From an optimization exercise on the open Yosys and OpenROAD flow, aimed at small area and a short achievable clock period; shortcuts taken in it are not production practice. Function was checked by simulation only, so behaviour that the tests miss may differ from the original. Power figures rest on the tool's default switching activity, not on a simulated workload.

==> flow/design.v <==
module pod_cvt (
    input  wire        clk,
    input  wire        rst,
    input  wire        in_valid,
    input  wire [31:0] in_x,        
    input  wire [3:0]  in_dtype,    
    input  wire        in_sr,       
    input  wire [31:0] in_w,        
    output reg         out_valid,
    output reg  [31:0] out_y,       
    output reg         out_nan      
);
    genvar gi;
    wire a_i4  = (in_dtype == 4'd0);
    wire a_i8  = (in_dtype == 4'd1);
    wire a_u8  = (in_dtype == 4'd2);
    wire a_u16 = (in_dtype == 4'd3);
    wire a_f4  = (in_dtype == 4'd4);
    wire a_e4  = (in_dtype == 4'd5);
    wire a_e5  = (in_dtype == 4'd6);
    wire a_h   = (in_dtype == 4'd7);
    wire a_bf  = (in_dtype == 4'd8);
    wire a_i32 = (in_dtype == 4'd10);
    wire a_int = a_i4 | a_i8 | a_u8 | a_u16 | a_i32;
    wire a_flt = a_f4 | a_e4 | a_e5 | a_h | a_bf;
    wire [7:0] ex  = in_x[30:23];
    wire       enz = |ex;
    wire       eff = &ex;
    wire       mnz = |in_x[22:0];
    wire [7:0] ex1 = {ex[7:1], ex[0] | ~enz};      
    wire [5:0] el = ex1[5:0];
    wire [5:0] s_int = 6'd30 - el;      
    wire [5:0] s_h   = 6'd6  - el;      
    wire [5:0] s_e5  = 6'd14 - el;      
    wire [5:0] s_e4  = 6'd21 - el;      
    wire [5:0] s_f4  = 6'd29 - el;      
    wire nrm_h  = (ex >= 8'd113);
    wire nrm_e4 = (ex >= 8'd121);
    wire nrm_f4 = (ex >= 8'd127);
    reg  [5:0] s;
    always @(*) begin
        s = s_int;
        if (a_h)  s = nrm_h  ? 6'd21 : s_h;
        if (a_bf) s = 6'd24;
        if (a_e4) s = nrm_e4 ? 6'd28 : s_e4;
        if (a_e5) s = nrm_h  ? 6'd29 : s_e5;
        if (a_f4) s = nrm_f4 ? 6'd30 : s_f4;
    end
    reg        r_valid;
    reg [23:0] r_sig;
    reg        r_sgn;
    reg [5:0]  r_s;
    reg        r_mnz;
    reg [7:0]  r_ex;
    reg [31:0] r_w;
    reg [3:0]  r_dt;
    reg        r_sr;
    always @(posedge clk) begin
        if (rst)
            r_valid <= 1'b0;
        else
            r_valid <= in_valid;
        r_sig  <= {enz, in_x[22:0]};
        r_sgn  <= in_x[31];
        r_s    <= s;
        r_mnz  <= mnz;
        r_ex   <= ex;
        r_w    <= in_w;
        r_dt   <= in_dtype;
        r_sr   <= in_sr;
    end
    wire t_i4  = (r_dt == 4'd0);
    wire t_i8  = (r_dt == 4'd1);
    wire t_u8  = (r_dt == 4'd2);
    wire t_u16 = (r_dt == 4'd3);
    wire t_f4  = (r_dt == 4'd4);
    wire t_e4  = (r_dt == 4'd5);
    wire t_e5  = (r_dt == 4'd6);
    wire t_h   = (r_dt == 4'd7);
    wire t_bf  = (r_dt == 4'd8);
    wire t_i32 = (r_dt == 4'd10);
    wire isint = t_i4 | t_i8 | t_u8 | t_u16 | t_i32;
    wire isflt = t_f4 | t_e4 | t_e5 | t_h | t_bf;
    wire sgn   = r_sgn;
    wire [7:0] rx1   = {r_ex[7:1], r_ex[0] | ~(|r_ex)};
    wire       r_eff = &r_ex;
    wire       r_nan = r_eff & r_mnz;
    wire       r_inf = r_eff & ~r_mnz;
    reg        r_zero;   
    reg        r_nrm;    
    reg        eovf;     
    always @(*) begin
        r_zero = (rx1 <= 8'd94); r_nrm = 1'b0; eovf = 1'b0;
        if (t_h)  begin r_zero = (rx1 <= 8'd70); r_nrm = (r_ex >= 8'd113); eovf = (r_ex >= 8'd143); end
        if (t_bf) begin r_zero = 1'b0;           r_nrm = 1'b1;             eovf = 1'b0;             end
        if (t_e4) begin r_zero = (rx1 <= 8'd85); r_nrm = (r_ex >= 8'd121); eovf = (r_ex >= 8'd136); end
        if (t_e5) begin r_zero = (rx1 <= 8'd78); r_nrm = (r_ex >= 8'd113); eovf = (r_ex >= 8'd143); end
        if (t_f4) begin r_zero = (rx1 <= 8'd93); r_nrm = (r_ex >= 8'd127); eovf = (r_ex >= 8'd130); end
    end
    wire r_huge = r_inf | (isint & (rx1 >= 8'd159)) | (isflt & eovf);
    wire [63:0] v0  = {r_sig, 40'd0};
    wire [63:0] v1  = r_s[0] ? {1'd0,  v0[63:1]}  : v0;
    wire [63:0] v2  = r_s[1] ? {2'd0,  v1[63:2]}  : v1;
    wire [63:0] v3  = r_s[2] ? {4'd0,  v2[63:4]}  : v2;
    wire [63:0] v4  = r_s[3] ? {8'd0,  v3[63:8]}  : v3;
    wire [63:0] v5  = r_s[4] ? {16'd0, v4[63:16]} : v4;
    wire [63:0] v   = r_s[5] ? {32'd0, v5[63:32]} : v5;
    wire [31:0] n   = v[63:32];
    wire [31:0] f32 = v[31:0];
    wire [31:0] g0 = f32 & r_w;
    wire [31:0] p0 = f32 | r_w;
    wire [15:0] g1, p1;
    wire [7:0]  g2, p2;
    wire [3:0]  g3, p3;
    wire [1:0]  g4, p4;
    generate
        for (gi = 0; gi < 16; gi = gi + 1) begin : g_l1
            assign g1[gi] = g0[2*gi+1] | (p0[2*gi+1] & g0[2*gi]);
            assign p1[gi] = p0[2*gi+1] & p0[2*gi];
        end
        for (gi = 0; gi < 8; gi = gi + 1) begin : g_l2
            assign g2[gi] = g1[2*gi+1] | (p1[2*gi+1] & g1[2*gi]);
            assign p2[gi] = p1[2*gi+1] & p1[2*gi];
        end
        for (gi = 0; gi < 4; gi = gi + 1) begin : g_l3
            assign g3[gi] = g2[2*gi+1] | (p2[2*gi+1] & g2[2*gi]);
            assign p3[gi] = p2[2*gi+1] & p2[2*gi];
        end
        for (gi = 0; gi < 2; gi = gi + 1) begin : g_l4
            assign g4[gi] = g3[2*gi+1] | (p3[2*gi+1] & g3[2*gi]);
            assign p4[gi] = p3[2*gi+1] & p3[2*gi];
        end
    endgenerate
    wire up_sr = g4[1] | (p4[1] & g4[0]);
    wire up_ne = f32[31] & ((|f32[30:0]) | n[0]);
    wire up    = r_sr ? up_sr : up_ne;
    wire [7:0] r_ef = {r_ex[7:5], r_ex[4] ^ (t_h | t_e5), r_ex[3] ^ t_e4, r_ex[2], r_ex[1] ^ t_f4, r_ex[0]}
                      & {8{r_nrm}};
    reg  [31:0] t;
    always @(*) begin
        t = 32'd0;
        if (isint) t = n ^ {32{sgn}};
        if (t_f4)  t[2:0]  = {r_ef[1:0], n[0]};
        if (t_e4)  t[6:0]  = {r_ef[3:0], n[2:0]};
        if (t_e5)  t[6:0]  = {r_ef[4:0], n[1:0]};
        if (t_h)   t[14:0] = {r_ef[4:0], n[9:0]};
        if (t_bf)  t[14:0] = {r_ef[7:0], n[6:0]};
    end
    wire [31:0] pa0 = t;
    wire [31:0] pa1, pa2, pa3, pa4, pa5;
    generate for (gi = 0; gi < 32; gi = gi + 1) begin : g_pa
        assign pa1[gi] = ((gi >> 0) % 2 == 1) ? pa0[gi] & pa0[(gi >> 0 << 0) - 1] : pa0[gi];
        assign pa2[gi] = ((gi >> 1) % 2 == 1) ? pa1[gi] & pa1[(gi >> 1 << 1) - 1] : pa1[gi];
        assign pa3[gi] = ((gi >> 2) % 2 == 1) ? pa2[gi] & pa2[(gi >> 2 << 2) - 1] : pa2[gi];
        assign pa4[gi] = ((gi >> 3) % 2 == 1) ? pa3[gi] & pa3[(gi >> 3 << 3) - 1] : pa3[gi];
        assign pa5[gi] = ((gi >> 4) % 2 == 1) ? pa4[gi] & pa4[(gi >> 4 << 4) - 1] : pa4[gi];
    end endgenerate
    wire        cin = up ^ (isint & sgn);
    wire [31:0] r   = t ^ ({32{cin}} & {pa5[30:0], 1'b1});
    wire o16 = |n[31:16];
    wire o8  = |n[31:8];
    wire o7  = |n[31:7];
    wire o3  = |n[31:3];
    wire a3  = &n[2:0];
    wire a7  = &n[6:0];
    wire a8  = &n[7:0];
    wire a16 = &n[15:0];
    wire sat_i = isint & (r_huge | (~r_zero & ((t_i4  & (o3  | (up & a3)))  |
                                               (t_i8  & (o7  | (up & a7)))  |
                                               (t_u8  & (o8  | (up & a8)))  |
                                               (t_u16 & (o16 | (up & a16))) |
                                               (t_i32 & n[31]))));
    wire of_a = (t_e4 & (&t[6:0]));
    wire of_c = (t_f4 & (&t[2:0])) |
                (t_e4 & (&t[6:1])) |
                (t_e5 & (t[6:2] == 5'b11110) & (&t[1:0])) |
                (t_h  & (t[14:10] == 5'b11110) & (&t[9:0])) |
                (t_bf & (t[14:7] == 8'hFE) & (&t[6:0]));
    wire ovf_f = isflt & (r_huge | (~r_zero & (of_a | (cin & of_c))));
    wire uneg  = (t_u8 | t_u16) & sgn;
    wire f7  = t_i4 | t_f4 | t_i8 | t_u8 | t_e4 | t_e5;
    wire w15 = t_u16 | t_h | t_bf | t_i32;
    wire keep_any = ~r_nan & ~r_zero & ((isint & ~sat_i & ~uneg) | (isflt & ~ovf_f));
    wire k_2_0   = keep_any & (f7 | w15);
    wire k_3     = keep_any & (t_i4 | t_i8 | t_u8 | t_e4 | t_e5 | w15);
    wire k_6_4   = keep_any & (t_i8 | t_u8 | t_e4 | t_e5 | w15);
    wire k_7     = keep_any & (t_i8 | t_u8 | w15);
    wire k_14_8  = keep_any & w15;
    wire k_15    = keep_any & (t_u16 | t_i32);
    wire k_31_16 = keep_any & t_i32;
    wire ps  = sat_i & ~sgn & ~r_nan;                      
    wire ns  = sat_i &  sgn & ~r_nan;                      
    wire fo  = ovf_f & ~r_nan;                             
    wire fs  = isflt & sgn & ~r_nan;                       
    wire fn  = isflt & r_nan;                              
    wire pi  = ps & (t_i8 | t_u8 | t_u16 | t_i32);
    wire pw  = ps & (t_u16 | t_i32);
    wire e45 = t_e4 | t_e5;
    wire [31:0] frc;
    assign frc[0]     = (ps & isint) | (fo & t_f4) | (fn & e45);
    assign frc[1]     = (ps & isint) | (fo & (t_f4 | t_e4)) | (fn & e45);
    assign frc[2]     = (ps & isint) | (fo & (t_f4 | e45)) | (fn & e45);
    assign frc[3]     = pi | (ns & t_i4) | (fs & t_f4) | ((fo | fn) & e45);
    assign frc[5:4]   = {2{pi | ((fo | fn) & e45)}};
    assign frc[6]     = pi | ((fo | fn) & e45) | (fn & t_bf);
    assign frc[7]     = (ps & (t_u8 | t_u16 | t_i32)) | (ns & t_i8) | (fs & e45) | ((fo | fn) & t_bf);
    assign frc[8]     = pw | ((fo | fn) & t_bf);
    assign frc[9]     = pw | ((fo | fn) & t_bf) | (fn & t_h);
    assign frc[14:10] = {5{pw | ((fo | fn) & (t_bf | t_h))}};
    assign frc[15]    = pw | (fs & (t_h | t_bf));
    assign frc[30:16] = {15{ps & t_i32}};
    assign frc[31]    = ns & t_i32;
    wire [31:0] keep = {k_31_16, {15{k_31_16}}, k_15, {7{k_14_8}}, k_7, {3{k_6_4}}, k_3, {3{k_2_0}}};
    wire [31:0] y = (r & keep) | frc;
    wire nanflag  = r_nan & (isint | t_f4);
    always @(posedge clk) begin
        if (rst)
            out_valid <= 1'b0;
        else
            out_valid <= r_valid;
        out_y   <= y;
        out_nan <= nanflag;
    end
endmodule
==> flow/flow/run.sh <==
#!/bin/bash
# Own layout flow: ORFS, as standard.sh runs it, with these changes:
#  - synthesis (the same Yosys steps as synth_recipe.tcl, so the registers keep
#    their names and cells) maps the logic with ABC scripts of its own
#    (flow/abc_proc.tcl): the logic feeding the input registers with
#    flow/abc1.script at delay target flow/abc1_delay, the rest with
#    flow/abc.script at flow/abc_delay; Yosys's full-adder extraction is off
#    (ADDER_MAP_FILE empty) so that ABC sees all of the logic;
#  - ports are buffered (the same buffer_ports step) with the cell named in
#    flow/port_buffer;
#  - the layout steps get the make variables in flow/make_vars, if any
#    (optimisation settings such as repair_timing's setup margin).
# Each tool's output goes to a log of its own in this folder.
set -euo pipefail
W=$(pwd)
F=$W/flow
export OWN_ABC_D=$(cat $F/abc_delay)
export OWN_ABC_SCRIPT=$W/own_abc.script
sed "s/{D}/-D $OWN_ABC_D/g" $F/abc.script > $OWN_ABC_SCRIPT
if [[ -f $F/abc1.script ]]; then
  export OWN_ABC1_D=$(cat $F/abc1_delay)
  export OWN_ABC1_SCRIPT=$W/own_abc1.script
  sed "s/{D}/-D $OWN_ABC1_D/g" $F/abc1.script > $OWN_ABC1_SCRIPT
fi
{ head -n 1 $W/synth_recipe.tcl; cat $F/abc_proc.tcl; tail -n +2 $W/synth_recipe.tcl; } > $W/own_synth.tcl
SYN=SYNTH_SCRIPT=$W/own_synth.tcl
# the knobs standard.sh passes on make's command line
KNOBS=$(sed -n 's/^make .*CLKGATE_MAP_FILE= [^ ]* \(.*\) "\${@:-finish}"$/\1/p' $W/standard.sh)
BUF=$(cat $F/port_buffer 2>/dev/null || echo sky130_fd_sc_hd__buf_1)
# extra make variables for the layout steps (optimisation effort only)
EXTRA=$(cat $F/make_vars 2>/dev/null | tr '\n' ' ' || true)
MK="make -C $FLOW_HOME DESIGN_CONFIG=$W/config.mk WORK_HOME=$W/orfs CLKGATE_MAP_FILE="
eval "$MK $SYN $KNOBS ADDER_MAP_FILE= synth" > $W/log_synth.txt 2>&1
eval "$MK $SYN $KNOBS $EXTRA BUFFER_PORTS_ARGS=\"-buffer_cell $BUF\" finish" > $W/log_layout.txt 2>&1
R=$W/orfs/results/$FLOW_PLATFORM/pod_cvt/base
: # left out here: write the final layout as DEF
==> flow/flow/abc.script <==
strash
dc2
strash
dch
map {D}
buffer -p
upsize {D}
dnsize {D}
==> flow/flow/abc1.script <==
strash
dc2
strash
dch
map {D}
==> flow/flow/abc1_delay <==
800
==> flow/flow/abc_delay <==
3500
==> flow/flow/abc_proc.tcl <==
# Technology mapping with own ABC scripts: the logic that feeds the input
# registers (cells named r_*) first, with its own delay target, then the rest.
proc abc {args} {
  set a $args
  set i [lsearch $a -script]; lset a [expr {$i+1}] $::env(OWN_ABC_SCRIPT)
  set i [lsearch $a -D]; lset a [expr {$i+1}] $::env(OWN_ABC_D)
  if {[info exists ::env(OWN_ABC1_SCRIPT)] && $::env(OWN_ABC1_SCRIPT) ne ""} {
    set a1 $args
    set i [lsearch $a1 -script]; lset a1 [expr {$i+1}] $::env(OWN_ABC1_SCRIPT)
    set i [lsearch $a1 -D]; lset a1 [expr {$i+1}] $::env(OWN_ABC1_D)
    yosys select -set s1 {c:r_*} %ci*
    yosys abc {*}$a1 {@s1}
  }
  yosys abc {*}$a
}
==> flow/flow/make_vars <==
SETUP_SLACK_MARGIN=12
==> flow/flow/port_buffer <==
sky130_fd_sc_hd__buf_1
==> flow/standard.sh <==
#!/bin/bash
# synth_recipe.tcl (not shown) runs the flow's synth.tcl, then flattens the netlist and writes it again
# the make line also repeats each setting of config.mk as NAME=value (left out here)
make -C /OpenROAD-flow-scripts/flow DESIGN_CONFIG=/design/flow/config.mk WORK_HOME=/design/flow/orfs CLKGATE_MAP_FILE= SYNTH_SCRIPT=/design/flow/synth_recipe.tcl "${@:-finish}"
==> flow/config.mk <==
export PLATFORM = sky130hd
export DESIGN_NAME = pod_cvt
export DESIGN_NICKNAME = pod_cvt
export VERILOG_FILES = /design/flow/design.v
export SDC_FILE = /design/flow/constraint.sdc
export NUM_CORES = 4
export LEC_CHECK = 0
export ABC_AREA = 1
export CAP_MARGIN = 20
export CORE_MARGIN = 2
export CORE_UTILIZATION = 40
export SLEW_MARGIN = 20
==> flow/constraint.sdc <==
create_clock -name core_clock -period 18.0 [get_ports {clk}]
set_input_delay 3.6000 -clock core_clock [delete_from_list [all_inputs] [get_ports {clk}]]
set_output_delay 3.6000 -clock core_clock [all_outputs]
set_load 0.01 [all_outputs]
==> summary.txt, run 1 <==
status complete, no violations; Hold Path Class reg -> reg; Via density 5.331; vias in the first global route 7709; leakage power figure 3.717 nW; sequential area share after synthesis 0.2850; Clock Sink Count 112; most frequent cell after synthesis nand2_1; cell type with the largest total area after synthesis dfxtp_1; area delta synth->final 10.85%; initial antenna violation count 0; Setup TNS Final 0 ps; CTS tree done; Detailed Place HPWL 19600 um; initial detailed-routing violation count 765; footprint of the multi-input gates 0.004846 mm2; WL final 24500 um; Synth top cells by count 301 x nand2_1, 171 x nor2_1, 127 x inv_1; vias 8621; post-synthesis cell area 0.007868 mm2; Total GRT Usage 0.2378; Worst-Margin Slew 989.3 ps; Die Footprint 0.02081 mm2; critical path class reg -> reg; register area 0.002243 mm2; average size of a mapped cell 6.210 um2; synth unique cells 71; HP Start r_valid$_SDFF_PP0_; Routed Antenna Nets 0; Buffers on Ports 105; fin crit share 0.2997; asr flop ratio synth 0; fill count 2133; die width 144.2 um; Compound-Gate Fraction of Synth Area 0.2438; Max IR drop VDD 0.05404 mV; Simple-Gate Fraction of Synth Area 0.3375; Worst setup SP type flip-flop; placed cells 1601; reg2reg end out_y[14]$_DFF_P_; Final GP Congestion 1.001; number of diodes 0; CTS root buffer clkbuf_16; post-synth top area share 0.2850; clock latency on the worst-skew pair 360 ps; RSZ-0062 raised after global routing no; Yosys Warn Count 1; fin. max-slew vios 0; # hold bufs at CTS 0; crit-path max FO 42; Critical Path AT 5660 ps; Post-Synth Adder-Cell Area 0; max_slew headroom 0.3380; reg2reg setup slack 12600 ps; CTS buffer count 9; ys flop type dfxtp_1; Util after Layout 0.4496; Post-Syn Nets 1339; Reg2Reg Depth 20; GRT overflow 0; P per Cell Area 85.06 mW/mm2; Core Region 0.01940 mm2; Clk pin slew, worst setup/hold paths 70 ps; CP Capture Type flip-flop; Final Net Count 1419; Die Y 144.2 um; Post-Synth XOR/XNOR Area 0.01781; final std cells w/o fill 1617; largest cells by area after synthesis dfxtp_1 28%, nand2_1 14%, nor2_1 8.2%; Initial Util 0.4056; WHS Endpoint out_valid$_SDFF_PP0_; # rows 51; clock skew 8.976 ps; Cells after Synth 1267; Reg2Reg Launch Point r_s[4]$_DFF_P_; drt first pass iters 6; cell count of the worst hold path 2; CTS H-tree lvls 3; first-pass GRT wire length 39200 um; Pwr Total 0.7418 mW; multiplexer area fraction after synthesis 0.01686; Post-synth EDFFs 0; max cap viols 0; synthesized flop and latch total 112; main combinational cell family by area after synthesis simple AND/OR/NAND/NOR gates; WL/cell 15.15 um; FMAX 185.3 MHz; largest net degree at the start of global routing 47; Hold Vio Cnt, Final 0; fin crit period 5395 ps; Final setup viols 0; # IOs 106; ratio of cells with drive above 1 in the final layout 0.05325; buffer levels on the longest clock path 2; WP data required 18270 ps; Residual DRC 0
## placed cells by master (no fill, tap or decap), drive strengths merged, types with 2 or more instances in the layout
master   netlist  routed
a22oi         14      14
nand3b         3       3
a21boi         5       5
nand4         14      14
nor3          25      25
o22ai         20      20
o31ai          8       8
o311ai         4       4
o21bai         3       3
nand3         68      68
clkinv        16      16
clkbuf        25      11
dfxtp        112     112
buf           19     113
a32oi          2       2
o221a          2       2
xor2          13      13
nand2        307     307
o21a           3       3
a31oi         19      19
a21oi         60      60
a221oi         4       4
nor2         177     177
inv          134     138
or2            6       6
xnor2          3       3
nor4          17      17
o2111ai        3       3
o211ai         7       7
a311oi         2       2
o21ai        139     139
a211oi         5       5
o221ai         5       5
mux2i         12      12
## layout make-up
cell class	count	share of cell area
Multi-Input combinational cell	961	0.5557
Sequential cell	112	0.2572
Inverter	150	0.06485
Timing Repair Buffer	113	0.05208
Tap cell	265	0.03802
Clock buffer	11	0.02669
Clock inverter	5	0.005452
## kinds of logic (layout without fill, tap and decap cells)
kind of cell    after synthesis  after routing
mux                          12             12
simple gates                620            620
flops                       112            112
compound gates              313            313
buf+inv                     194            279
xor+xnor                     16             16
## per-layer routing
metal | up-vias | GRT usage | routed length, um
met4 | 0 | 0.07409 | 541
met5 | - | 0 | 0
met3 | 36 | 0.03974 | 1813
met1 | 3826 | 0.3435 | 11630
li1 | 4431 | - | -
met2 | 328 | 0.3609 | 10520
## worst max-delay path, stage by stage (launching register included)
cell and delay (ps):
dfxtp_1 310, buf_4 360, inv_1 430, nor2_1 450
inv_1 280, o21ai_1 450, o221ai_1 190, nor2_1 140
o21ai_0 90, a21oi_1 170, o21ai_0 110, o221a_1 280
o211ai_2 250, nand3_1 170, nand2_1 180, inv_2 50
a22oi_1 180, nand3_1 190, a21oi_2 530, o21ai_2 220
o31ai_1 250
## per-stage QoR
step / setup WS (ps) / hold slack, ps / instance area (um2)
global placement: 12520 / 402.4 / 8439
global route: 12040 / 442.9 / 8721
detailed placement: 12340 / 411.6 / 8439
finish: 12600 / 415.3 / 8721
CTS: 12320 / 423.7 / 8720
floorplan: 13360 / 388.3 / 7868
## what timing repair did
| action | CTS | global route |
|---|---|---|
| gates resized for setup | 0 | 1 |
| endpoints found under the setup margin | 0 | 2 |
| setup buffers | 0 | 0 |
## sequential cells by signal (all words and copies together), names as in the netlist
| register | flops |
|---|---|
| out_nan | 1 |
| out_valid | 1 |
| out_y | 32 |
| r_dt | 4 |
| r_ex | 8 |
| r_mnz | 1 |
| r_s | 6 |
| r_sgn | 1 |
| r_sig | 24 |
| r_sr | 1 |
| r_valid | 1 |
| r_w | 32 |
## worst max path at each step
| stage | startpoint | end | slack, ps | cells after the start |
|---|---|---|---|---|
| after CTS | r_s[0]$_DFF_P_ | out_y[14]$_DFF_P_ | 12320 | 29 |
| after global routing | r_s[0]$_DFF_P_ | out_y[14]$_DFF_P_ | 12040 | 31 |
| after floorplan | in_x[25] | r_s[4]$_DFF_P_ | 13360 | 7 |
| after global placement | r_s[0]$_DFF_P_ | out_y[12]$_DFF_P_ | 12520 | 29 |
| after detailed placement | r_s[0]$_DFF_P_ | out_y[14]$_DFF_P_ | 12340 | 29 |
| final | r_s[4]$_DFF_P_ | out_y[14]$_DFF_P_ | 12600 | 20 |
## power breakdown
part / internal, mW / switching (mW)
clock: 0.0970 / 0.0937
combinational: 0.0846 / 0.196
sequential: 0.261 / 0.00940
total: 0.442 / 0.299
==> inputs of run 2 (changes only) <==
==> flow/flow/abc.script (replaced) <==
strash
dc2
strash
dch
amap
==> flow/flow/abc_delay (replaced) <==
6000
==> flow/flow/make_vars (replaced) <==
SETUP_SLACK_MARGIN=12.5
==> run 2 against run 1 <==
  * Die area fell by 12%
  * Total power is 10% higher
  * Hold slack improved by 24 ps
  * Final area increased by 3.9%
  * Clock-buffer cell count down 2
  * Global-route usage rose by 2.4 points
  * Clock power is 13% higher
  * First-iteration DRC count rose by 9.3%
  * Clock skew increased by 2.2 ps
  * Via count fell by 2.1%
  * Non-clock buffer count up 63
  * Critical path type unchanged
  * Largest cell class unchanged
==> summary.txt, run 2 <==
status complete, no violations; post-synth top area share 0.3232; max_slew headroom 0.4272; CTS buffer count 9; clock latency on the worst-skew pair 370 ps; FMAX 130.1 MHz; buffer levels on the longest clock path 2; # IOs 106; Synth top cells by count 186 x nor2_1, 122 x nand2_1, 112 x dfxtp_1; WL/cell 16.79 um; reg2reg end out_y[31]$_DFF_P_; CTS root buffer clkbuf_16; Worst path max stage delay 500 ps; max cap viols 0; Via density 5.895; CTS H-tree lvls 3; Worst setup SP type flip-flop; drt first pass iters 6; Clock Sink Count 112; Cells after Synth 1014; cell type with the largest total area after synthesis dfxtp_1; crit-path max FO 12; first-pass GRT wire length 38140 um; WP data required 18290 ps; most common cell after layout, fill and taps aside nor2_1; vias 8442; Reg2Reg Launch Point r_s[0]$_DFF_P_; synth unique cells 45; Total GRT Usage 0.2620; largest cells by area after synthesis dfxtp_1 32%, nor2_1 10%, o22a_1 7.2%; Worst path slowest cell dfxtp_4; CTS tree done; CP Capture Type flip-flop; fill count 1724; Die Y 135.7 um; fin. max-slew vios 0; Buffers on Ports 105; Die Footprint 0.01841 mm2; critical path class reg -> reg; Top Registers out_y (32), r_w (32), r_sig (24); Reg2Reg Depth 54; ratio of cells with drive above 1 in the final layout 0.1417; WHS Endpoint out_valid$_SDFF_PP0_; P per Cell Area 90.37 mW/mm2; cell count of the worst hold path 1; Worst-Margin Slew 859.3 ps; WL final 24050 um; initial detailed-routing violation count 836; ys flop type dfxtp_1; Final GP Congestion 0.9867; Hold Path Class reg -> reg; Critical Path AT 7980 ps; HP Start r_valid$_SDFF_PP0_; Clk pin slew, worst setup/hold paths 80 ps; Setup TNS Final 0 ps; vias in the first global route 7498; most frequent cell after synthesis nor2_1; initial antenna violation count 0; reg2reg setup slack 10310 ps; largest net degree at the start of global routing 49; Core Region 0.01712 mm2; synthesized flop and latch total 112; fin crit share 0.4271; fin crit period 7688 ps; Routed Antenna Nets 0; Residual DRC 0; die width 135.7 um; Final Net Count 1274; Detailed Place HPWL 17900 um; Final setup viols 0; GRT overflow 0; Max IR drop VDD 0.05598 mV; post-synthesis cell area 0.006937 mm2; Hold Vio Cnt, Final 0; Initial Util 0.4053; average size of a mapped cell 6.841 um2; # rows 48; asr flop ratio synth 0; RSZ-0062 raised after global routing yes; Yosys Warn Count 1; commonest cells after routing, fill and taps aside 175 x nor2_1, 114 x nand2_1, 106 x dfxtp_1; Post-Syn Nets 1086; leakage power figure 3.255 nW; sequential area share after synthesis 0.3232; final std cells w/o fill 1432; placed cells 1348; Post-synth EDFFs 0; smallest hold slack 439.2 ps; clock skew 11.14 ps; number of diodes 0; area delta synth->final 30.57%
run 2: cell count changes in the layout (fill, tap and decap cells not counted), sizes merged, moves of 46 or more:
cell | before | now
nand2 | 307 | 122
clkinv | 16 | 97
inv | 138 | 7
o21ai | 139 | 91
o22ai | 20 | 66
buf | 113 | 176
o22a | 0 | 57
run 2: logic make-up after synthesis:
group,after synthesis,share of synthesized area
xor gates and xnor gates,3,0.003789
buffers and inverters,98,0.05303
AOI/OAI and AO/OA,368,0.3496
DFF,112,0.3232
and+or+nand+nor,433,0.2704
run 2: what timing repair did:
item	CTS	global route
hold buffers	0	0
endpoints found under the setup margin	32	32
gates resized for setup	79	22
pin swaps	34	5
buffers inserted	58	8
gates cloned	2	0
run 2: metal layers:
layer	routed length (um)	track usage
met3	1928	0.04789
met4	587	0.09491
met1	10920	0.3645
met5	0	0
met2	10610	0.4049
run 2: final cells by class:
| type | instances | area [um2] | area share |
|---|---|---|---|
| multi-input combinational | 804 | 4711 | 0.5201 |
| sequential | 112 | 2260 | 0.2495 |
| timing repair buffer | 176 | 1032 | 0.1140 |
| inverter | 98 | 422.9 | 0.04669 |
| tap | 225 | 281.5 | 0.03108 |
| clock buffer | 9 | 225.2 | 0.02487 |
| clock inverter | 7 | 113.9 | 0.01257 |
| timing repair inverter | 1 | 11.26 | 0.001243 |
run 2: critical path, delay by kind of cell, from the launching register on:
| kind | cells | cell delay [ps] |
|---|---|---|
| compound gates | 18 | 2780 |
| buf+inv | 8 | 630 |
| flops | 1 | 500 |
| simple gates | 28 | 3700 |
run 2: power by group:
part | switching [mW] | total [mW] | leakage (nW) | internal [mW]
Sequential | 0.0232 | 0.284 | 0.934 | 0.261
Combinational | 0.193 | 0.318 | 2.16 | 0.126
Clock | 0.102 | 0.216 | 0.159 | 0.114
Total | 0.318 | 0.819 | 3.26 | 0.501
run 2: worst max path at each step:
| stage | startpoint | to | slack (ps) |
|---|---|---|---|
| floorplan | r_s[0]$_DFF_P_ | out_y[31]$_DFF_P_ | 10600 |
| global placement | r_s[4]$_DFF_P_ | out_y[30]$_DFF_P_ | 9700 |
| detailed placement | r_s[4]$_DFF_P_ | out_y[30]$_DFF_P_ | 9530 |
| CTS | r_s[0]$_DFF_P_ | out_y[31]$_DFF_P_ | 10410 |
| global route | r_s[0]$_DFF_P_ | out_y[31]$_DFF_P_ | 9860 |
| finish | r_s[0]$_DFF_P_ | out_y[31]$_DFF_P_ | 10310 |
run 2: through the flow:
step	setup slack [ps]	area (um2)	power (mW)	utilization
floorplan	10600	7101	0.4684	-
finish	10310	9057	0.8186	0.5292
detailed placement	9528	7806	0.5413	0.4561
global route	9855	9057	0.8619	0.5292
global placement	9703	7806	0.5407	0.4561
CTS	10410	8910	0.8042	0.5205
==> inputs of run 3 (changes only) <==
==> flow/flow/abc.script (replaced) <==
strash
dc2
strash
dch
map {D}
buffer -p
upsize {D}
dnsize {D}
==> flow/flow/abc_delay (replaced) <==
3500
==> flow/flow/make_vars (replaced) <==
SETUP_SLACK_MARGIN=12.75
==> run 3 against run 2 <==
  * Utilization shrank 6.9 points
  * Total power shrank 7.9%
  * Setup slack improved by 2700 ps
  * Register-to-register slack better by 2800 ps
  * Critical path type is now in -> reg
==> summary.txt, run 3 <==
status complete, no violations; Simple-Gate Fraction of Synth Area 0.3375; CP Cell Sequence buf_1 > clkinv_1 > a41oi_1 > nand2_1 > a31oi_1 > o22ai_1; Switching Fraction 0.4051; Core Region 0.01940 mm2; fin crit share 0.2756; Post-Synth XOR/XNOR Area 0.01781; main combinational cell family by area after synthesis simple AND/OR/NAND/NOR gates; P per Cell Area 84.49 mW/mm2; buffer levels on the longest clock path 2; first-pass GRT wire length 39230 um; CTS buffer count 9; most frequent cell after synthesis nand2_1; leakage power figure 3.770 nW; WP data required 18220 ps; clock skew 8.534 ps; vias 8791; Buf+Inv Stages, Crit Path 2; max_slew headroom 0.4791; Hold Path Class reg -> reg; post-synth top area share 0.2850; initial detailed-routing violation count 831; reg2reg setup slack 13140 ps; Clk pin slew, worst setup/hold paths 70 ps; CP Capture Type flip-flop; synth unique cells 71; clock latency on the worst-skew pair 360 ps; asr flop ratio synth 0; reg2reg end out_y[30]$_DFF_P_; fin. max-slew vios 0; Initial Util 0.4056; crit-path max FO 8; fin crit period 4961 ps; initial antenna violation count 0; CTS tree done; multiplexer area fraction after synthesis 0.01686; Max IR drop VDD 0.05380 mV; largest cells by area after synthesis dfxtp_1 28%, nand2_1 14%, nor2_1 8.2%; Worst path slowest cell a41oi_1; Worst setup endpoint r_s[0]$_DFF_P_; FMAX 201.6 MHz; average size of a mapped cell 6.210 um2; Hold Vio Cnt, Final 0; Critical Path AT 5180 ps; die width 144.2 um; Combinational Power Share 0.390; Residual DRC 0; GR Layer Usage met3 0.03974; met2 usage 0.3609; sw power 0.3054 mW; Setup TNS Final 0 ps; # rows 51; Synth top cells by count 301 x nand2_1, 171 x nor2_1, 127 x inv_1; post-synthesis cell area 0.007868 mm2; Post-synth EDFFs 0; # IOs 106; commonest cells after routing, fill and taps aside 301 x nand2_1, 169 x nor2_1, 124 x inv_1; sequential area share after synthesis 0.2850; Via density 5.393; # hold bufs at CTS 0; WP depth 6; drt first pass iters 5; Buffers on Ports 105; Reg2Reg Launch Point r_dt[0]$_DFF_P_; Final setup viols 0; Worst path max stage delay 490 ps; Final Net Count 1432; largest net degree at the start of global routing 47; Final GP Congestion 1.001; Cells after Synth 1267; area delta synth->final 13.41%; Reg2Reg Depth 23; CP startpoint in_x[27]; WL final 24880 um; Yosys Warn Count 1; internal power component 0.4484 mW; critical path class in -> reg; max cap viols 0; Routed Antenna Nets 0; Worst setup SP type primary input; gr busiest metal met2; Compound-Gate Fraction of Synth Area 0.2438; number of diodes 0; synthesized flop and latch total 112; ratio of cells with drive above 1 in the final layout 0.06886; cell type with the largest total area after synthesis dfxtp_1; Detailed Place HPWL 19600 um; GRT overflow 0; cell area after layout 0.008922 mm2; RSZ-0062 raised after global routing no; delay-heaviest family, CP compound AO/OA/AOI/OAI gates; Worst-Margin Slew 778.5 ps; Clock Sink Count 112; Post-Synth Adder-Cell Area 0; Clk pwr share 0.253; CTS root buffer clkbuf_16; Flop pwr share 0.357; WL/cell 15.26 um; vias in the first global route 7711; Post-Syn Nets 1339; Total GRT Usage 0.2379; Top Registers out_y (32), r_w (32), r_sig (24); M1 GR Usage 0.3439; ys flop type dfxtp_1; CTS H-tree lvls 3; most common cell after layout, fill and taps aside nand2_1; Die Footprint 0.02081 mm2; Die Y 144.2 um; placed inst area 0.008439 mm2
## run 3: cell count changes in the layout (fill, tap and decap cells not counted), moves of 9 or more
| cell | delta |
|---|---|
| o22a_1 | -57 |
| inv_1 | +124 |
| o21ai_0 | +17 |
| o21ai_1 | +30 |
| xor2_1 | +11 |
| nand2_1 | +187 |
| buf_6 | -16 |
| mux2i_1 | +11 |
| buf_4 | -36 |
| o22ai_1 | -35 |
| a221oi_1 | -10 |
| clkinv_1 | -67 |
| o22ai_2 | -9 |
| nand3_1 | +27 |
## run 3: kinds of logic after synthesis
| kind of cell | count (synthesis) |
|---|---|
| compound gates | 313 |
| xor+xnor | 16 |
| buf+inv | 194 |
| flops | 112 |
| mux | 12 |
| simple gates | 620 |
## run 3: power groups by stage
stage          Clock [mW]  Sequential, mW  Combinational, mW
3_3_place_gp            0           0.276              0.274
5_1_grt             0.208           0.270              0.327
4_1_cts             0.197           0.270              0.276
6_report            0.191           0.269              0.294
3_5_place_dp            0           0.276              0.274
2_1_floorplan           0           0.273              0.205
## run 3: worst register-to-register path, stage by stage (launching register included)
cell and delay [ps]:
dfxtp_1 440, nor2_1 180, nand3_1 280, inv_1 310, nor2_1 100, buf_4 200
nor2_1 590, inv_1 180, a21oi_1 170, o21ai_0 120, a31oi_1 190, inv_1 110
nor2_1 140, inv_1 120, nor2_1 190, nand4_2 200, nor3_4 200, nand4_2 200
nor2_4 180, nand2_1 130, nor2_4 200, nand4_1 150, nand2_1 110, o21ai_1 50
## run 3: final cells by class
| class | instances | area [um2] |
|---|---|---|
| Tap cell | 265 | 331.6 |
| Inverter | 150 | 581.8 |
| Clock buffer | 11 | 232.7 |
| Multi-Input combinational cell | 961 | 4893 |
| Timing Repair inverter | 3 | 20.02 |
| Timing Repair Buffer | 123 | 569.3 |
| Sequential cell | 112 | 2246 |
| Clock inverter | 5 | 47.55 |
| Fill cell | 2122 | 10480 |
## run 3: per-stage QoR
stage               std cells  power (mW)  setup WS, ps  hold WS (ps)  utilization
floorplan                1267      0.4787         13360         388.3            -
global placement         1601      0.5499         12520         402.4       0.4350
detailed placement       1601      0.5501         12340         411.6       0.4350
CTS                      1617      0.7432         12880         423.7       0.4499
global route             1630      0.8053         12750         442.9       0.4599
finish                   1630      0.7538         13040         415.3       0.4599
## run 3: routing by layer
layer  part of all wire  wire length, um
met1               0.48            11820
met2               0.43            10660
met3              0.075             1863
met4              0.021              524
met5                  0                0
## run 3: what timing repair did
action / CTS / global route
setup buffers: 0 / 10
cloned: 0 / 3
setup endpoints to repair: 32 / 32
resized for setup: 3 / 25
pin swaps: 0 / 3
## run 3: how the worst min path moves through the flow
| stage | startpoint | endpoint | slack, ps | cells after the start |
|---|---|---|---|---|
| final | r_valid$_SDFF_PP0_ | out_valid$_SDFF_PP0_ | 420 | 2 |
| after global routing | r_valid$_SDFF_PP0_ | out_valid$_SDFF_PP0_ | 440 | 2 |
| after CTS | r_valid$_SDFF_PP0_ | out_valid$_SDFF_PP0_ | 420 | 2 |
| after detailed placement | r_valid$_SDFF_PP0_ | out_valid$_SDFF_PP0_ | 410 | 2 |
| after global placement | r_valid$_SDFF_PP0_ | out_valid$_SDFF_PP0_ | 400 | 2 |
| after floorplan | r_valid$_SDFF_PP0_ | out_valid$_SDFF_PP0_ | 390 | 2 |
==> inputs of run 4 (changes only) <==
--- a/flow/config.mk
+++ b/flow/config.mk
@@ -8,5 +8,5 @@
 export ABC_AREA = 1
 export CAP_MARGIN = 20
 export CORE_MARGIN = 2
-export CORE_UTILIZATION = 40
+export CORE_UTILIZATION = 60
 export SLEW_MARGIN = 20
==> run 4 against run 3 <==
  * Still clean
  * Clock power increased by 7%
  * Setup slack got worse by 88 ps
  * Final cell count is 5.3% lower
  * Register-to-register slack worse by 30 ps
  * Final area decreased by 0.18%
  * Synthesized cell count unchanged
  * Combinational power about the same
  * Non-clock buffer count increased by 6
  * Via count grew 3.6%
  * Utilization up 24 points
  * Clock-buffer cell count fell by 2
  * Largest cell class unchanged
==> summary.txt, run 4 <==
Routed Antenna Nets 0; footprint of the multi-input gates 0.004922 mm2; Clock Sink Count 112; Detailed Place HPWL 18300 um; Worst-Margin Slew 767.7 ps; commonest cells after routing, fill and taps aside 301 x nand2_1, 165 x nor2_1, 124 x inv_1; CTS root buffer clkbuf_16; drt first pass iters 7; synthesized flop and latch total 112; Die Y 118.5 um; initial detailed-routing violation count 1147; average size of a mapped cell 6.210 um2; Final GP Congestion 0.9966; leakage power figure 3.819 nW; Max IR drop VDD 0.08556 mV; number of diodes 0; # hold bufs at CTS 0; largest net degree at the start of global routing 47; Util after Layout 0.7000; Clk pin slew, worst setup/hold paths 80 ps; buffer levels on the longest clock path 2; Final WS setup 12950 ps; CTS H-tree lvls 3; Initial Util 0.6184; fin crit share 0.2805; pre-CTS setup slack 12350 ps; fill count 1211; Total GRT Usage 0.3309; critical path class in -> reg; Hold Path Class reg -> reg; P per Cell Area 86.72 mW/mm2; clock skew 10.95 ps; most frequent cell after synthesis nand2_1; ys flop type dfxtp_1; CP Capture Type flip-flop; Post-Syn Nets 1339; ratio of cells with drive above 1 in the final layout 0.07950; Buffers on Ports 105; Residual DRC 0; WL/cell 15.64 um; Yosys Warn Count 1; max cap viols 0; sequential area share after synthesis 0.2850; CTS tree done; # rows 41; CTS buffer count 9; WP data required 18230 ps; FMAX 198.1 MHz; # IOs 106; Hold Vio Cnt, Final 0; synth unique cells 71; vias in the first global route 7707; clock latency on the worst-skew pair 360 ps; first-pass GRT wire length 37780 um; crit-path max FO 8; status complete, no violations; register area 0.002251 mm2; fin crit period 5049 ps; Worst setup SP type primary input; initial antenna violation count 0; Synth top cells by count 301 x nand2_1, 171 x nor2_1, 127 x inv_1; most common cell after layout, fill and taps aside nand2_1; final std cells w/o fill 1543; Die Footprint 0.01404 mm2; Final Net Count 1438; post-synth top area share 0.2850; post-synthesis cell area 0.007868 mm2; die width 118.5 um; Core Region 0.01272 mm2; Final setup viols 0; fin. max-slew vios 0; cell type with the largest total area after synthesis dfxtp_1; max_slew headroom 0.4828; Cells after Synth 1267; RSZ-0062 raised after global routing no; vias 9108; asr flop ratio synth 0; WL final 24130 um; Critical Path AT 5280 ps; smallest hold slack 424.9 ps; GRT overflow 0; placed cells 1505; Top Registers out_y (32), r_w (32), r_sig (24); Post-synth EDFFs 0; Via density 5.903; Setup TNS Final 0 ps; area delta synth->final 13.20%; largest cells by area after synthesis dfxtp_1 28%, nand2_1 14%, nor2_1 8.2%
-- run 4: final timing paths --
| path | start | endpoint | slack, ps | cells after the start |
|---|---|---|---|---|
| worst max register to register | r_s[0]$_DFF_P_ | out_y[11]$_DFF_P_ | 13110 | 29 |
| worst max-delay path | in_x[27] | r_s[2]$_DFF_P_ | 12950 | 7 |
| worst min register to register | r_valid$_SDFF_PP0_ | out_valid$_SDFF_PP0_ | 420 | 2 |
| worst min-delay path | r_valid$_SDFF_PP0_ | out_valid$_SDFF_PP0_ | 420 | 2 |
-- run 4: kinds of logic (layout without fill, tap and decap cells) --
family          Yosys count  in the layout  share of synthesized area
simple gates            620            620                     0.3375
mux                      12             12                    0.01686
xor+xnor                 16             16                    0.01781
compound gates          313            313                     0.2438
buf+inv                 194            298                    0.09908
flops                   112            112                     0.2850
-- run 4: repair_timing --
item / in CTS / in global routing
gates cloned: 1 / 2
buffers inserted: 0 / 19
setup endpoints to repair: 32 / 32
pin swaps: 0 / 4
gates resized for setup: 6 / 26
-- run 4: final cells by class --
| class | count | area share |
|---|---|---|
| Clock buffer | 9 | 0.02529 |
| Clock inverter | 7 | 0.009834 |
| Inverter | 150 | 0.06505 |
| Multi-Input combinational cell | 961 | 0.5527 |
| Sequential cell | 112 | 0.2527 |
| Tap cell | 172 | 0.02416 |
| Timing Repair Buffer | 129 | 0.06800 |
| Timing Repair inverter | 3 | 0.002248 |
-- run 4: stage by stage --
step / area (um2) / power (mW)
final: 8906 / 0.7724
after global routing: 8906 / 0.8146
after CTS: 8636 / 0.7483
after detailed placement: 8300 / 0.5443
after global placement: 8300 / 0.5428
after floorplan: 7868 / 0.4787
-- run 4: critical path: stages --
cell      delay (ps)
buf_1            280
clkinv_1         290
a41oi_1          450
o21bai_1         140
nand3_1          100
a31oi_1           80
o21ai_0          340
-- run 4: layer usage --
metal | vias to the layer above | track usage | wire length [um]
met5 | - | 0 | 0
met4 | 0 | 0.1287 | 760
met3 | 76 | 0.04778 | 2310
met2 | 543 | 0.5119 | 10680
met1 | 4020 | 0.4648 | 10380
li1 | 4469 | - | -
-- run 4: where the power goes --
| part | internal [mW] | switching (mW) | total (mW) |
|---|---|---|---|
| logic | 0.0928 | 0.201 | 0.294 |
| registers | 0.261 | 0.0130 | 0.274 |
| clock network | 0.111 | 0.0936 | 0.204 |
| total | 0.464 | 0.308 | 0.772 |
==> inputs of run 5 (changes only) <==
--- a/flow/config.mk
+++ b/flow/config.mk
@@ -8,5 +8,6 @@
 export ABC_AREA = 1
 export CAP_MARGIN = 20
 export CORE_MARGIN = 2
-export CORE_UTILIZATION = 60
+export CORE_UTILIZATION = 30
+export CTS_BUF_LIST = sky130_fd_sc_hd__clkbuf_8
 export SLEW_MARGIN = 20
==> run 5 against run 4 <==
  * Via count down 3.1%
  * Final cell count up 10%
  * Highest routed layer unchanged
  * Fmax down 0.63%
  * Clock power down 28%
  * Register-to-register slack better by 50 ps
  * Critical endpoint unchanged
  * Area after synthesis unchanged
  * Critical path type unchanged
  * Sequential power about the same
  * Sequential share of layout area down 0.089 points
  * Total power down 6.9%
  * Synthesized cell count unchanged
  * Clock-buffer cell count up 1
==> summary.txt, run 5 <==
Final GP Congestion 1.003; Buffers on Ports 105; critical path class in -> reg; P per Cell Area 80.22 mW/mm2; Total GRT Usage 0.1853; average size of a mapped cell 6.210 um2; pre-CTS setup slack 12250 ps; Detailed Place HPWL 20830 um; Yosys Warn Count 1; WL/cell 15.49 um; Final Net Count 1435; clock latency on the worst-skew pair 400 ps; final std cells w/o fill 1703; sequential area share after synthesis 0.2850; vias 8830; first-pass GRT wire length 41700 um; ratio of cells with drive above 1 in the final layout 0.07675; FMAX 196.8 MHz; Post-Synth Adder-Cell Area 0; buffer levels on the longest clock path 2; Top Metal Used met4; wl on met1 12450 um; Compound-Gate Fraction of Synth Area 0.2438; most frequent cell after synthesis nand2_1; register area 0.002257 mm2; fin crit period 5081 ps; Die Footprint 0.02754 mm2; Setup TNS Final 0 ps; CTS tree done; smallest hold slack 408.9 ps; fill count 2885; fin. max-slew vios 0; synth unique cells 71; footprint of the multi-input gates 0.004910 mm2; number of diodes 0; CP Capture Type flip-flop; vias in the first global route 8174; Routed Antenna Nets 0; Critical Path AT 5330 ps; CTS buffer count 9; Simple-Gate Fraction of Synth Area 0.3375; Worst-Margin Slew 752.2 ps; Post-Synth XOR/XNOR Area 0.01781; initial detailed-routing violation count 846; status complete, no violations; Cells after Synth 1267; synthesized flop and latch total 112; WL final 26390 um; Synth top cells by count 301 x nand2_1, 171 x nor2_1, 127 x inv_1; leakage power figure 3.734 nW; Top Registers out_y (32), r_w (32), r_sig (24); commonest cells after routing, fill and taps aside 301 x nand2_1, 168 x nor2_1, 123 x inv_1; Die Y 165.9 um; Hold Path Class reg -> reg; CTS root buffer clkbuf_8; crit-path max FO 8; Post-Syn Nets 1339; # rows 59; Residual DRC 0; met3 wire length 1785 um; largest net degree at the start of global routing 47; Final WS setup 12920 ps; Worst setup SP type primary input; Final setup viols 0; Core Region 0.02591 mm2; Pwr Total 0.7189 mW; cell type with the largest total area after synthesis dfxtp_1; met2 WL 11490 um; asr flop ratio synth 0; Max IR drop VDD 0.03745 mV; clock skew 17.14 ps; # hold bufs at CTS 0; largest cells by area after synthesis dfxtp_1 28%, nand2_1 14%, nor2_1 8.2%; RSZ-0062 raised after global routing yes; max cap viols 0; Post-synth EDFFs 0; most common cell after layout, fill and taps aside nand2_1; main combinational cell family by area after synthesis simple AND/OR/NAND/NOR gates; die width 165.9 um; Clock Sink Count 112; post-synth top area share 0.2850; post-synthesis cell area 0.007868 mm2; CTS H-tree lvls 3; drt first pass iters 5; placed cells 1668; initial antenna violation count 0; Via density 5.185; WP data required 18250 ps; Clk pin slew, worst setup/hold paths 100 ps; Hold Vio Cnt, Final 0; ys flop type dfxtp_1; fin crit share 0.2823; Initial Util 0.3036; GRT overflow 0; area delta synth->final 13.92%; multiplexer area fraction after synthesis 0.01686; max_slew headroom 0.4967; # IOs 106
[run 5: cell counts after synthesis]
No cell type changed its count.
[run 5: cells by family (layout without fill, tap and decap cells)]
logic type      after synthesis  after routing
simple gates                620            620
compound gates              313            313
buf+inv                     194            295
flops                       112            112
xor+xnor                     16             16
mux                          12             12
[run 5: path summary, 6_finish.rpt]
path,startpoint,end,slack (ps),cells past startpoint
setup reg to reg,r_s[0]$_DFF_P_,out_y[31]$_DFF_P_,13160,27
hold / removal,r_valid$_SDFF_PP0_,out_valid$_SDFF_PP0_,410,2
setup / recovery,in_x[27],r_s[2]$_DFF_P_,12920,7
hold reg to reg,r_valid$_SDFF_PP0_,out_valid$_SDFF_PP0_,410,2
[run 5: cell type report]
type,count,share of cell area
inverter,150,0.06478
clock buffer,10,0.01536
sequential,112,0.2518
timing repair inverter,4,0.002792
timing repair buffer,125,0.06478
clock inverter,6,0.005863
tap,335,0.04677
multi-input combinational,961,0.5478
[run 5: repair_timing]
| action | 4_1_cts | 5_1_grt |
|---|---|---|
| endpoints found under the hold margin | 0 | 0 |
| pin swaps | 0 | 2 |
| setup buffers | 0 | 15 |
| endpoints found under the setup margin | 32 | 32 |
| resized for setup | 8 | 19 |
| gates cloned | 1 | 3 |
[run 5: per-stage QoR]
step	util	area, um2
CTS	0.3365	8718
floorplan	-	7868
finish	0.3459	8962
global placement	0.3282	8504
global route	0.3459	8962
detailed placement	0.3282	8504
[run 5: power by group]
part           internal (mW)  total, mW  switching (mW)
registers              0.261      0.276          0.0149
logic                 0.0918      0.296           0.205
clock network         0.0561      0.147          0.0905
total                  0.409      0.719           0.310
[run 5: per-layer routing]
metal / global-route usage / vias up
met5: 0 / -
met4: 0.06919 / 0
met3: 0.03170 / 43
met2: 0.2928 / 353
met1: 0.2531 / 3980
li1: - / 4454
[run 5: worst max-delay path, cell delays in order]
cell and delay (ps):
buf_1 290, clkinv_1 310, a41oi_1 480, o21bai_1 140
nand3_1 100, a31oi_1 70, o21ai_0 340
==> inputs of run 6 (changes only) <==
--- a/flow/config.mk
+++ b/flow/config.mk
@@ -8,6 +8,6 @@
 export ABC_AREA = 1
 export CAP_MARGIN = 20
 export CORE_MARGIN = 2
-export CORE_UTILIZATION = 30
+export CORE_UTILIZATION = 40
 export CTS_BUF_LIST = sky130_fd_sc_hd__clkbuf_8
 export SLEW_MARGIN = 20
==> run 6 against run 5 <==
  * Synthesized cell count unchanged
  * Register-to-register slack better by 20 ps
  * Die area down 24%
  * Critical path type unchanged
  * Via count down 0.76%
  * Non-clock buffer count down 3
  * Hold slack better by 11 ps
  * Routed wire length down 6.0%
  * Clock skew down 2.5 ps
  * Setup slack better by 160 ps
  * Final area down 1.6%
  * Sequential power down 3%
==> summary.txt, run 6 <==
fin crit period 4922 ps; # IOs 106; Total GRT Usage 0.2372; WHS Endpoint out_valid$_SDFF_PP0_; Clk pin slew, worst setup/hold paths 110 ps; met2 WL 10520 um; RSZ-0062 raised after global routing yes; CP Cell Sequence buf_1 > clkinv_1 > a41oi_1 > nand2_1 > a31oi_1 > o22ai_1; Worst path max stage delay 490 ps; synthesized flop and latch total 112; Buffers on Ports 105; vias 8763; CTS H-tree lvls 3; Critical Path AT 5180 ps; most frequent cell after synthesis nand2_1; initial detailed-routing violation count 789; Max IR drop VDD 0.05262 mV; WP data required 18260 ps; first-pass GRT wire length 39100 um; CTS tree done; reg2reg setup slack 13180 ps; Top Metal Used met4; fin. max-slew vios 0; Final GP Congestion 1.001; commonest cells after routing, fill and taps aside 301 x nand2_1, 169 x nor2_1, 126 x inv_1; clock latency on the worst-skew pair 400 ps; max cap viols 0; pre-CTS setup slack 12340 ps; die width 144.2 um; Detailed Place HPWL 19600 um; Yosys Warn Count 1; largest net degree at the start of global routing 47; post-synthesis cell area 0.007868 mm2; reg2reg end out_y[30]$_DFF_P_; Post-Syn Nets 1339; cell count of the worst hold path 2; largest cells by area after synthesis dfxtp_1 28%, nand2_1 14%, nor2_1 8.2%; Top Registers out_y (32), r_w (32), r_sig (24); met3 wire length 1916 um; Setup TNS Final 0 ps; asr flop ratio synth 0; Pwr Total 0.7047 mW; area delta synth->final 12.05%; average size of a mapped cell 6.210 um2; fin crit share 0.2735; Hold Path Class reg -> reg; max_slew headroom 0.4934; number of diodes 0; crit-path max FO 8; leakage power figure 3.728 nW; buffer levels on the longest clock path 2; CTS root buffer clkbuf_8; initial antenna violation count 0; GRT overflow 0; placed cells 1601; WL/cell 15.23 um; Worst path slowest cell a41oi_1; Residual DRC 0; Post-synth EDFFs 0; clock skew 14.61 ps; Worst-Margin Slew 757.1 ps; CTS buffer count 9; synth unique cells 71; Cells after Synth 1267; Clock Sink Count 112; Synth top cells by count 301 x nand2_1, 171 x nor2_1, 127 x inv_1; critical path class in -> reg; vias in the first global route 7694; Reg2Reg Launch Point r_s[0]$_DFF_P_; cell type with the largest total area after synthesis dfxtp_1; HP Start r_valid$_SDFF_PP0_; final std cells w/o fill 1629; wl on met1 11830 um; Final Net Count 1431; Via density 5.379; P per Cell Area 79.94 mW/mm2; ratio of cells with drive above 1 in the final layout 0.06891; Die Y 144.2 um; # rows 51; Routed Antenna Nets 0; WL final 24810 um; sequential area share after synthesis 0.2850; ys flop type dfxtp_1; Initial Util 0.4056; smallest hold slack 419.9 ps; drt first pass iters 5; Final setup viols 0; Hold Vio Cnt, Final 0; Final WS setup 13080 ps; status complete, no violations; Reg2Reg Depth 29; FMAX 203.2 MHz; post-synth top area share 0.2850; most common cell after layout, fill and taps aside nand2_1; Core Region 0.01940 mm2; CP Capture Type flip-flop; Die Footprint 0.02081 mm2; Worst setup SP type primary input
==> run 6: cell counts after synthesis <==
No cell type changed its count.
==> run 6: repair_timing <==
| item | 4_1_cts | 5_1_grt |
|---|---|---|
| gates resized for setup | 3 | 26 |
| pin swaps | 0 | 2 |
| gates cloned | 0 | 3 |
| hold buffers | 0 | 0 |
| buffers inserted | 0 | 9 |
| setup endpoints to repair | 32 | 32 |
==> run 6: worst max-delay path by stage <==
stage,start,to,depth (start not counted)
after global placement,r_s[0]$_DFF_P_,out_y[12]$_DFF_P_,29
after global routing,r_s[0]$_DFF_P_,out_y[31]$_DFF_P_,31
after detailed placement,r_s[0]$_DFF_P_,out_y[14]$_DFF_P_,29
final,in_x[27],r_s[0]$_DFF_P_,6
after CTS,r_s[0]$_DFF_P_,out_y[26]$_DFF_P_,29
after floorplan,in_x[25],r_s[4]$_DFF_P_,7
==> run 6: cell type report <==
class / count / area [um2]
fill: 2140 / 10580
multi-input combinational: 961 / 4915
sequential: 112 / 2246
inverter: 150 / 579.3
timing repair buffer: 122 / 545.5
tap: 265 / 331.6
clock buffer: 9 / 123.9
clock inverter: 7 / 55.05
timing repair inverter: 3 / 20.02
==> run 6: per-layer routing <==
| layer | vias up | global-route usage |
|---|---|---|
| met5 | - | 0 |
| met4 | 0 | 0.07103 |
| met3 | 35 | 0.03940 |
| met2 | 347 | 0.3604 |
| met1 | 3916 | 0.3435 |
| li1 | 4465 | - |
==> run 6: critical path, delay by kind of cell <==
family	cells	cell delay [ps]
buffers and inverters	2	620
AND/OR/NAND/NOR	1	110
AO/OA/AOI/OAI	3	850
==> run 6: logic make-up after synthesis <==
group | Yosys count | synth area share
buffers and inverters | 194 | 0.09908
AOI/OAI and AO/OA | 313 | 0.2438
and+or+nand+nor | 620 | 0.3375
xor gates and xnor gates | 16 | 0.01781
DFF | 112 | 0.2850
muxes | 12 | 0.01686
==> run 6: where the power goes <==
part           leakage [nW]  total [mW]  switching [mW]  internal [mW]
Clock                0.0967       0.141          0.0889         0.0523
Combinational          2.70       0.294           0.204         0.0902
Sequential            0.933       0.269         0.00840          0.261
Total                  3.73       0.705           0.301          0.403
==> run 6: per-stage QoR <==
stage | utilization | instance area (um2)
after CTS | 0.4447 | 8627
after global routing | 0.4545 | 8816
after global placement | 0.4350 | 8439
final | 0.4545 | 8816
after detailed placement | 0.4350 | 8439
after floorplan | - | 7868
==> inputs of run 7 (changes only) <==
==> flow/flow/abc_delay (replaced) <==
3750
==> run 7 against run 6 <==
  * Hold slack got worse by 8.7 ps
  * Highest routed layer unchanged
  * Largest cell class unchanged
  * Register-to-register slack got worse by 560 ps
  * Non-clock buffer count is 29 higher
  * Critical path depth is 29 higher
  * First-iteration DRC count is 9.5% higher
  * Area after synthesis down 1.1%
==> summary.txt, run 7 <==
status complete, no violations; Cells after Synth 1247; sequential area share after synthesis 0.2882; Initial Util 0.4037; Final setup viols 0; Buffers on Ports 105; crit-path max FO 7; average size of a mapped cell 6.239 um2; Switching Fraction 0.4287; CTS H-tree lvls 3; max_slew headroom 0.2887; vias in the first global route 7905; fill count 2077; first-pass GRT wire length 40230 um; Top Registers out_y (32), r_w (32), r_sig (24); P per Cell Area 78.91 mW/mm2; Reg2Reg Launch Point r_s[0]$_DFF_P_; cell type with the largest total area after synthesis dfxtp_1; buffer levels on the longest clock path 2; Residual DRC 0; drt first pass iters 12; reg2reg setup slack 12620 ps; Hold Path Class reg -> reg; Reg2Reg Depth 35; reg2reg end out_y[31]$_DFF_P_; max cap viols 0; fin crit period 5379 ps; Die Footprint 0.02058 mm2; Via density 5.471; most common cell after layout, fill and taps aside nand2_1; Setup TNS Final 0 ps; RSZ-0062 raised after global routing yes; GRT overflow 0; WP data required 18300 ps; cell area after layout 0.009269 mm2; Worst setup SP type flip-flop; synth unique cells 67; asr flop ratio synth 0; clock latency on the worst-skew pair 400 ps; largest cells by area after synthesis dfxtp_1 29%, nand2_1 14%, nor2_1 8.0%; WHS Endpoint out_valid$_SDFF_PP0_; Max IR drop VDD 0.04888 mV; Worst-Margin Slew 1059 ps; Yosys Warn Count 1; commonest cells after routing, fill and taps aside 274 x nand2_1, 159 x nor2_1, 116 x inv_1; FMAX 185.9 MHz; placed cells 1578; fin crit share 0.2989; final std cells w/o fill 1638; sw power 0.3135 mW; Final GP Congestion 0.9848; delay-heaviest family, CP simple AND/OR/NAND/NOR gates; placed inst area 0.008333 mm2; WL/cell 15.44 um; initial detailed-routing violation count 864; ys flop type dfxtp_1; fin. max-slew vios 0; Clk pwr share 0.190; Combinational Power Share 0.436; Worst path slowest cell dfxtp_4; clock skew 12.08 ps; Flop pwr share 0.374; number of diodes 0; Clock Sink Count 112; # rows 51; critical path class reg -> reg; Hold Vio Cnt, Final 0; post-synthesis cell area 0.007780 mm2; Core Region 0.01927 mm2; internal power component 0.4178 mW; Total GRT Usage 0.2440; post-synth top area share 0.2882; Detailed Place HPWL 19240 um; CTS root buffer clkbuf_8; Buf+Inv Stages, Crit Path 2; Routed Antenna Nets 0; WL final 25290 um; Final Net Count 1440; Die Y 143.5 um; Post-Syn Nets 1319; Synth top cells by count 292 x nand2_1, 165 x nor2_1, 118 x inv_1; Critical Path AT 5680 ps; most frequent cell after synthesis nand2_1; CP dominant cell by count nand2_1; HP Start r_valid$_SDFF_PP0_; ratio of cells with drive above 1 in the final layout 0.1296; area delta synth->final 19.14%; CTS buffer count 9; # IOs 106; vias 8962; cell count of the worst hold path 2; CTS tree done; CP Capture Type flip-flop; synthesized flop and latch total 112; Worst path max stage delay 440 ps; largest net degree at the start of global routing 44; leakage power figure 3.838 nW; Post-synth EDFFs 0; # hold bufs at CTS 0; Clk pin slew, worst setup/hold paths 100 ps; CP startpoint r_s[0]$_DFF_P_; initial antenna violation count 0; die width 143.5 um
run 7: power by group through the flow:
stage	sequential [mW]	clock [mW]	combinational, mW
6_report	0.274	0.139	0.319
3_5_place_dp	0.281	0	0.260
3_3_place_gp	0.281	0	0.261
5_1_grt	0.276	0.155	0.350
4_1_cts	0.274	0.147	0.273
2_1_floorplan	0.274	0	0.198
run 7: kinds of logic (layout without fill, tap and decap cells):
logic type / count (synthesis) / in the layout / share of synthesized area
AND/OR/NAND/NOR: 604 / 604 / 0.3337
AO/OA/AOI/OAI: 322 / 322 / 0.2519
buffers and inverters: 182 / 308 / 0.09424
flip-flops: 112 / 112 / 0.2882
XOR/XNOR: 17 / 17 / 0.01914
multiplexers: 10 / 10 / 0.01287
run 7: worst max-delay path by stage:
stage                                    to  slack [ps]  cells past startpoint
after floorplan              r_s[4]$_DFF_P_       13360                      7
after global placement    out_y[20]$_DFF_P_       11730                     28
after detailed placement  out_y[22]$_DFF_P_       11570                     28
after CTS                 out_y[31]$_DFF_P_       12740                     33
after global routing      out_y[30]$_DFF_P_       12310                     33
final                     out_y[31]$_DFF_P_       12620                     35
run 7: per-layer routing:
| layer | global-route usage | part of all wire |
|---|---|---|
| met1 | 0.3570 | 0.47 |
| met2 | 0.3667 | 0.42 |
| met3 | 0.03266 | 0.082 |
| met4 | 0.08359 | 0.028 |
| met5 | 0 | 0 |
run 7: area by class of cell:
class	instances	area, um2	share of cell area
Timing Repair Buffer	151	769.5	0.08302
Clock inverter	7	53.80	0.005805
Clock buffer	9	123.9	0.01336
Sequential cell	112	2253	0.2431
Inverter	138	549.3	0.05926
Tap cell	265	331.6	0.03577
Timing Repair inverter	3	20.02	0.002160
Multi-Input combinational cell	953	5167	0.5575
run 7: stage by stage:
step                  util  setup WS [ps]  hold WS (ps)  power [mW]
floorplan                -          13360         388.3      0.4720
CTS                 0.4496          12740         413.8      0.6930
global route        0.4810          12310         457.1      0.7800
finish              0.4810          12620         411.2      0.7314
global placement    0.4324          11730         389.8      0.5416
detailed placement  0.4324          11570         398.1      0.5410
run 7: timing repair:
action,CTS,global route
endpoints found under the setup margin,32,33
gates cloned,3,0
buffers inserted,12,29
pin swaps,0,37
gates resized for setup,22,113
run 7: worst reg2reg max path, delay by kind of cell (launching register included):
family | cells | cell delay (ps)
compound gates | 13 | 1880
flops | 1 | 440
buf+inv | 2 | 240
simple gates | 20 | 2710
==> inputs of run 8 (changes only) <==
==> flow/flow/abc_delay (replaced) <==
3250
==> run 8 against run 7 <==
  * Setup slack improved by 290 ps
  * Global-route usage is 0.23 points higher
  * Critical path depth fell by 30
  * Die area rose by 0.43%
  * Non-clock buffer count down 27
  * Critical endpoint is now r_s[1]$_DFF_P_
  * Still clean
  * Combinational power decreased by 9.1%
  * Sequential share of layout area rose by 1.1 points
  * Routed wire length up 1.5%
  * Clock-buffer cell count rose by 2
  * Largest cell class unchanged
  * Sequential power about the same
  * Clock power grew 8%
  * Synthesized cell count increased by 3.1%
==> summary.txt, run 8 <==
Critical Path AT 5330 ps; CTS tree done; Routed Antenna Nets 0; post-synthesis cell area 0.007814 mm2; Hold Vio Cnt, Final 0; met2 usage 0.3757; Worst-Margin Slew 1047 ps; area delta synth->final 13.32%; Worst setup SP type primary input; fin. max-slew vios 0; cell type with the largest total area after synthesis dfxtp_1; clock skew 9.968 ps; vias in the first global route 7859; Hold Path Class reg -> reg; Synth top cells by count 319 x nand2_1, 167 x nor2_1, 130 x inv_1; final std cells w/o fill 1649; FMAX 196.5 MHz; register area 0.002250 mm2; CTS root buffer clkbuf_8; CP Capture Type flip-flop; most frequent cell after synthesis nand2_1; fin crit period 5089 ps; Final GP Congestion 1.007; Clock Sink Count 112; GRT overflow 0; die width 143.8 um; synthesized flop and latch total 112; Max IR drop VDD 0.04479 mV; crit-path max FO 8; CTS H-tree lvls 3; footprint of the multi-input gates 0.004905 mm2; CTS buffer count 9; Cells after Synth 1286; most common cell after layout, fill and taps aside nand2_1; Die Footprint 0.02067 mm2; fill count 2101; status complete, no violations; placed cells 1620; Die Y 143.8 um; Via density 5.463; ratio of cells with drive above 1 in the final layout 0.05853; Final Net Count 1452; pre-CTS setup slack 12240 ps; largest cells by area after synthesis dfxtp_1 29%, nand2_1 15%, nor2_1 8.0%; Post-Syn Nets 1358; gr busiest metal met2; max cap viols 0; Post-synth EDFFs 0; GR Layer Usage met3 0.03099; drt first pass iters 6; WP data required 18240 ps; Total GRT Usage 0.2463; # IOs 106; first-pass GRT wire length 40190 um; P per Cell Area 80.29 mW/mm2; average size of a mapped cell 6.076 um2; ys flop type dfxtp_1; # rows 51; Residual DRC 0; fin crit share 0.2827; clock latency on the worst-skew pair 410 ps; initial antenna violation count 0; Reg2Reg Launch Point r_s[4]$_DFF_P_; commonest cells after routing, fill and taps aside 318 x nand2_1, 162 x nor2_1, 128 x inv_1; Util after Layout 0.4580; buffer levels on the longest clock path 2; WL final 25670 um; post-synth top area share 0.2869; Buffers on Ports 105; Setup TNS Final 0 ps; HP Start r_valid$_SDFF_PP0_; RSZ-0062 raised after global routing yes; asr flop ratio synth 0; largest net degree at the start of global routing 44; Initial Util 0.4041; Final WS setup 12910 ps; Core Region 0.01933 mm2; Final setup viols 0; synth unique cells 59; Clk pin slew, worst setup/hold paths 100 ps; vias 9008; number of diodes 0; Yosys Warn Count 1; max_slew headroom 0.3013; WL/cell 15.56 um; sequential area share after synthesis 0.2869; critical path class in -> reg; M1 GR Usage 0.3546; leakage power figure 3.820 nW; initial detailed-routing violation count 929; Top Registers out_y (32), r_w (32), r_sig (24); CP startpoint in_x[27]; Detailed Place HPWL 19780 um
-- run 8: path summary, 6_finish.rpt --
kind	depth (start not counted)	slack [ps]	end
worst max-delay path	5	12910	r_s[1]$_DFF_P_
worst min-delay path	2	410	out_valid$_SDFF_PP0_
worst max register to register	21	13110	out_y[30]$_DFF_P_
worst min register to register	2	410	out_valid$_SDFF_PP0_
-- run 8: worst max-delay path, stage by stage --
cell,delay (ps)
buf_1,310
clkinv_1,320
a41oi_1,470
xor2_1,120
o31ai_1,510
-- run 8: timing repair --
item / CTS / global route
buffers inserted: 0 / 11
cloned: 0 / 3
pin swaps: 0 / 5
hold endpoints to repair: 0 / 0
resized for setup: 6 / 29
endpoints found under the setup margin: 32 / 32
hold buffers: 0 / 0
-- run 8: logic make-up after synthesis --
logic type / synth area share
AOI/OAI and AO/OA: 0.2424
xor gates and xnor gates: 0.01681
buffers and inverters: 0.09768
DFF: 0.2869
muxes: 0.01153
and+or+nand+nor: 0.3446
-- run 8: layout make-up --
class | instances | share of cell area
Clock inverter | 4 | 0.004098
Inverter | 153 | 0.06571
Timing Repair inverter | 3 | 0.002261
Sequential cell | 112 | 0.2541
Tap cell | 265 | 0.03745
Multi-Input combinational cell | 977 | 0.5539
Clock buffer | 11 | 0.01710
Timing Repair Buffer | 124 | 0.06542
-- run 8: per-stage QoR --
step	power, mW	hold slack [ps]	area [um2]
floorplan	0.4720	388.3	7814
global placement	0.5467	401.1	8411
detailed placement	0.5460	403.1	8416
CTS	0.6967	417.8	8616
global route	0.7586	446.1	8855
finish	0.7110	412.2	8855
-- run 8: routing by layer --
metal  up-vias  part of all wire
met3        46             0.075
met4         0             0.026
met5         -                 0
met1      4048              0.47
li1       4531                 -
met2       383              0.43
-- run 8: report_power, final --
part           total, mW  switching [mW]  internal [mW]
combinational      0.290           0.203         0.0871
sequential         0.271         0.00981          0.261
clock              0.150          0.0909         0.0592
total              0.711           0.304          0.407

Re-timed with assumed drivers on the ports (clkbuf_16 on the clock, buf_2 on other inputs), run 8 has 12.921 ns of setup slack against 12.911 ns with ideal ports, and 12.478 ns once port delays also move by the mid clock arrival of 0.443 ns.
